This design comes from an exercise in tuning for small area, a short achievable clock period and few clock cycles on the open sky130 flow, not from production work. RTL that was checked went through simulation tests only; none was proved equivalent to the original. No activity file was given, so power comes from the tool's default toggle rates.

==> flow/design.v <==
module s4_rcp (
    input  wire        clk,
    input  wire        rst,
    input  wire        start,
    input  wire [31:0] a,
    output wire        ready,
    output reg         done,
    output wire [31:0] r,
    output reg         dom
);
    reg         busy;
    reg  [3:0]  count;       
    reg  [30:0] d;           
    reg  [30:0] rem;         
    reg  [31:0] z;           
    assign ready = ~busy;
    wire [31:0] s1  = {rem, z[31]};
    wire [32:0] t1  = {1'b0, s1} - {2'b00, d};
    wire        q1  = ~t1[32];
    wire [30:0] r1  = q1 ? t1[30:0] : s1[30:0];
    wire [31:0] s2  = {r1, z[30]};
    wire [32:0] t2  = {1'b0, s2} - {2'b00, d};
    wire        q2  = ~t2[32];
    wire [30:0] r2  = q2 ? t2[30:0] : s2[30:0];
    wire        sat = dom | z[31];
    assign r = {1'b0, z[30:0] | {31{sat}}};
    wire        in_dom = a[31] | (a[30:25] == 6'd0);
    always @(posedge clk) begin
        if (rst) begin
            busy <= 1'b0;
            done <= 1'b0;
        end else begin
            done <= 1'b0;
            if (busy) begin
                count <= count - 4'd1;
                if (count == 4'd1) begin
                    busy <= 1'b0;
                    done <= 1'b1;
                end
            end else if (start) begin
                count <= 4'd0;
                if (in_dom)
                    done <= 1'b1;
                else begin
                    busy  <= 1'b1;
                    count <= 4'd0;    
                end
            end
        end
    end
    always @(posedge clk) begin
        if (busy) begin
            rem <= r2;
            z   <= {z[29:0], q1, q2};
        end else if (start) begin
            d   <= a[30:0];
            rem <= 31'h0100_0000;         
            z   <= {2'b00, a[30:1]};
            dom <= in_dom;
        end
    end
endmodule
Settings: LEC_CHECK=0, CAP_MARGIN=20, CORE_MARGIN=2, CORE_UTILIZATION=40, SLEW_MARGIN=20; clock period 10.0 ns.
run.sh (not shown) runs the stock make flow with config.mk's settings and CLKGATE_MAP_FILE= SYNTH_SCRIPT=/design/flow/synth_recipe.tcl, a recipe that flattens the netlist after the stock synthesis.
The baseline finished with timing, DRC and antenna clean.
==> next run, changes <==
--- a/flow/design.v
+++ b/flow/design.v
@@ -31,31 +31,20 @@
             done <= 1'b0;
         end else begin
-            done <= 1'b0;
-            if (busy) begin
-                count <= count - 4'd1;
-                if (count == 4'd1) begin
-                    busy <= 1'b0;
-                    done <= 1'b1;
-                end
-            end else if (start) begin
-                count <= 4'd0;
-                if (in_dom)
-                    done <= 1'b1;
-                else begin
-                    busy  <= 1'b1;
-                    count <= 4'd0;    
-                end
-            end
+            busy <= busy ? (count != 4'd1) : (start & ~in_dom);
+            done <= busy ? (count == 4'd1) : (start & in_dom);
         end
     end
     always @(posedge clk) begin
         if (busy) begin
-            rem <= r2;
-            z   <= {z[29:0], q1, q2};
-        end else if (start) begin
-            d   <= a[30:0];
-            rem <= 31'h0100_0000;         
-            z   <= {2'b00, a[30:1]};
-            dom <= in_dom;
+            count <= count - 4'd1;
+            rem   <= r2;
+            z     <= {z[29:0], q1, q2};
+            dom   <= 1'b0;
+        end else begin
+            count <= 4'd0;                  
+            d     <= a[30:0];
+            rem   <= 31'h0100_0000;         
+            z     <= {2'b00, a[30:1]};
+            dom   <= in_dom;
         end
     end
Routed wire length came out lower by 10%.
Maximum frequency came out lower by 13%.
Via count came out lower by 6.1%.
Count of clock-buffer cells in the layout does not change.
Design area came out lower by 8.5%.
Setup slack degrades by 1.1 ns.
Sequential cell count is unchanged.
Cell count came out lower by 2.6%.
Global-route usage came out lower by 0.11 points.
Total power came out lower by 16%.
Clock skew came out higher by 0.0038 ns.
Die area came out lower by 8.6%.
No functional check of the RTL was part of any run of this note.

Another version of the RTL of s4_rcp (not shown whole).
Size: ~520 cells after synthesis, roughly 110 flip-flops, ~5300 um^2 of cells after synthesis.
==> module s4_rcp, before the edit <==
module s4_rcp (
    input  wire        clk,
    input  wire        rst,
    input  wire        start,
    input  wire [31:0] a,
    output reg         ready,
    output reg         done,
    output wire [31:0] r,
    output reg         dom
);
    reg         busy;        
    reg         nld;         
    reg         first;       
    reg  [4:0]  count;       
    reg  [30:0] d;           
    reg  [30:0] rem;         
    reg         qf;          
    reg         nb;          
    reg         fdom;        
    reg  [30:0] z;           
    wire [31:0] s  = {rem, nb};
    wire [31:0] t  = s + ({1'b0, d} ^ {32{qf}}) + {31'd0, qf};
    wire        q  = ~t[31];
    assign r = {1'b0, z};
    wire        in_dom = a[31] | (a[30:25] == 6'd0);
    wire        k30 = ~a[31] & a[30];
    wire        k29 = ~a[31] & ~a[30] & a[29];
    wire        k28 = ~a[31] & ~a[30] & ~a[29] & a[28];
    wire        k27 = ~a[31] & ~a[30] & ~a[29] & ~a[28] & a[27];
    wire        k26 = ~(k30 | k29 | k28 | k27);         
    wire [4:0]  p0  = k30 ? 5'd26 : k29 ? 5'd27 : k28 ? 5'd28 : k27 ? 5'd29 : 5'd30;
    wire [30:0] r0  = ({31{k30}} & {2'b01, 26'd0, 1'b1, a[29:28]})    
                    | ({31{k29}} & {3'b001, 27'd0, 1'b1})             
                    | ({31{k28}} & {4'b0001, 27'd0})                  
                    | ({31{k27}} & {5'b00001, 26'd0})                 
                    | ({31{k26}} & {6'b000001, 25'd0});               
    wire        b0  = (k30 & a[27]) | (k29 & a[28]);                  
    wire        last   = (count == 5'd0);
    wire        accept = ready & start;
    wire        busy_n = accept | (busy & ~last);
    wire        rdy_n  = ~busy_n | (~accept & (count == 5'd1));
    always @(posedge clk) begin
        if (rst) begin
            busy  <= 1'b0;
            ready <= 1'b1;
            nld   <= 1'b0;
            done  <= 1'b0;
        end else begin
            busy  <= busy_n;
            ready <= rdy_n;
            nld   <= ~rdy_n;
            done  <= busy & last;
        end
    end
    always @(posedge clk) begin
        first <= ~nld;
        z     <= {z[29:4], z[3:0] & {4{~first}}, q | fdom};
        dom   <= fdom;
        if (nld) begin
            count <= count - 5'd1;
            rem   <= t[30:0];
            qf    <= q;
            nb    <= d[count];
        end else begin
            count <= p0;
            d     <= a[30:0];
            rem   <= r0;
            qf    <= 1'b1;
            nb    <= b0;
            fdom  <= in_dom;
        end
    end
endmodule
Settings: LEC_CHECK=0, CAP_MARGIN=20, CORE_MARGIN=2, CORE_UTILIZATION=40, SLEW_MARGIN=20; clock period 10.0 ns.
standard.sh (not shown) runs the stock make flow with config.mk's settings and CLKGATE_MAP_FILE= SYNTH_SCRIPT=/design/flow/synth_recipe.tcl, a recipe that flattens the netlist after the stock synthesis.
==> flow/flow/run.sh <==
#!/bin/bash
# Standard layout, with two changes to how it is made:
#  - ports are buffered with buf_2 cells rather than the delay buffers
#    buffer_ports picks by default;
#  - timing repair aims for more setup slack than the 10 ns clock needs.
set -euo pipefail
export BUFFER_PORTS_ARGS="-buffer_cell sky130_fd_sc_hd__buf_2"
export SETUP_SLACK_MARGIN=${MARGIN:-7.2}
bash standard.sh > flow_make.log 2>&1
Testbench counts at the start, summed over its fixed seeds: cycles 89,369.
Then changed:
==> flow/design.v (replaced) <==
module s4_rcp (
    input  wire        clk,
    input  wire        rst,
    input  wire        start,
    input  wire [31:0] a,
    output reg         ready,
    output reg         done,
    output wire [31:0] r,
    output reg         dom
);
    reg         busy;        
    reg         nld;         
    reg  [4:0]  count;       
    reg  [30:0] d;           
    reg  [30:0] rem;         
    reg         nb;          
    reg         fdom;        
    reg  [30:0] z;           
    wire [31:0] s  = {rem, nb};
    wire [32:0] t  = {1'b0, s} - {2'b00, d};
    wire        q  = ~t[32];
    wire [30:0] rn = q ? t[30:0] : s[30:0];
    assign r = {1'b0, z};
    wire        in_dom = a[31] | (a[30:25] == 6'd0);
    wire        last   = (count == 5'd0);
    wire        accept = ready & start;
    wire        busy_n = accept | (busy & ~last);
    wire        rdy_n  = ~busy_n | (~accept & (count == 5'd1));
    always @(posedge clk) begin
        if (rst) begin
            busy  <= 1'b0;
            ready <= 1'b1;
            nld   <= 1'b0;
            done  <= 1'b0;
        end else begin
            busy  <= busy_n;
            ready <= rdy_n;
            nld   <= ~rdy_n;
            done  <= busy & last;
        end
    end
    always @(posedge clk) begin
        z   <= {z[29:0], q | fdom};
        dom <= fdom;
        if (nld) begin
            count <= count - 5'd1;
            rem   <= rn;
            nb    <= d[count];
        end else begin
            count <= 5'd30;
            d     <= a[30:0];
            rem   <= 31'h0200_0000;                  
            nb    <= 1'b0;                           
            fdom  <= in_dom;
        end
    end
endmodule
After rerunning: The changed run completed without violations. Maximum frequency goes up by 1.1%. Core utilization goes up by 0.71 points. Power goes down by 52%. Via count stays flat. Final cell count goes up by 1.4%. Count of clock-buffer cells in the layout is unchanged.
For the second run of this note, only the layout was checked, not whether the RTL still works.

## afterwards: timing with drivers on the ports
The results above use ideal ports. As a check the final layouts listed here were re-extracted and re-timed, cells and wires unchanged.
Step 1 sets driving cells, clkbuf_16 on the clock port and buf_2 on the other inputs (assumed; they add their load-dependent delay and slew).
Step 2 also shifts input and output timing later by t, the mid clock arrival at the registers, as if the neighbouring blocks saw the same clock.
Slacks: ideal ports / drivers / drivers and shift; pairs: ideal ports / drivers.
run	t, ns	setup slack, ns	worst hold slack (ns)	worst slew at a driven data input, ns	cell pins on the clock port's net
the first run of note 1	0.386	3.183 / 3.183 / 3.183	0.568 / 0.568 / 0.568	0.04	1
the second run of note 1	0.391	2.125 / 2.125 / 2.125	0.478 / 0.478 / 0.478	0.04	1
the first run of note 2	0.395	7.178 / 7.139 / 6.959	0.356 / 0.356 / 0.356	0.04	1
the second run of note 2	0.388	7.208 / 7.169 / 7.297	0.358 / 0.358 / 0.358	0.04	1
After both steps setup and hold are still met in every run listed. The setup slack of the first run of note 2, which loses most, moves by -0.039 ns with the drivers and by -0.219 ns with both steps.
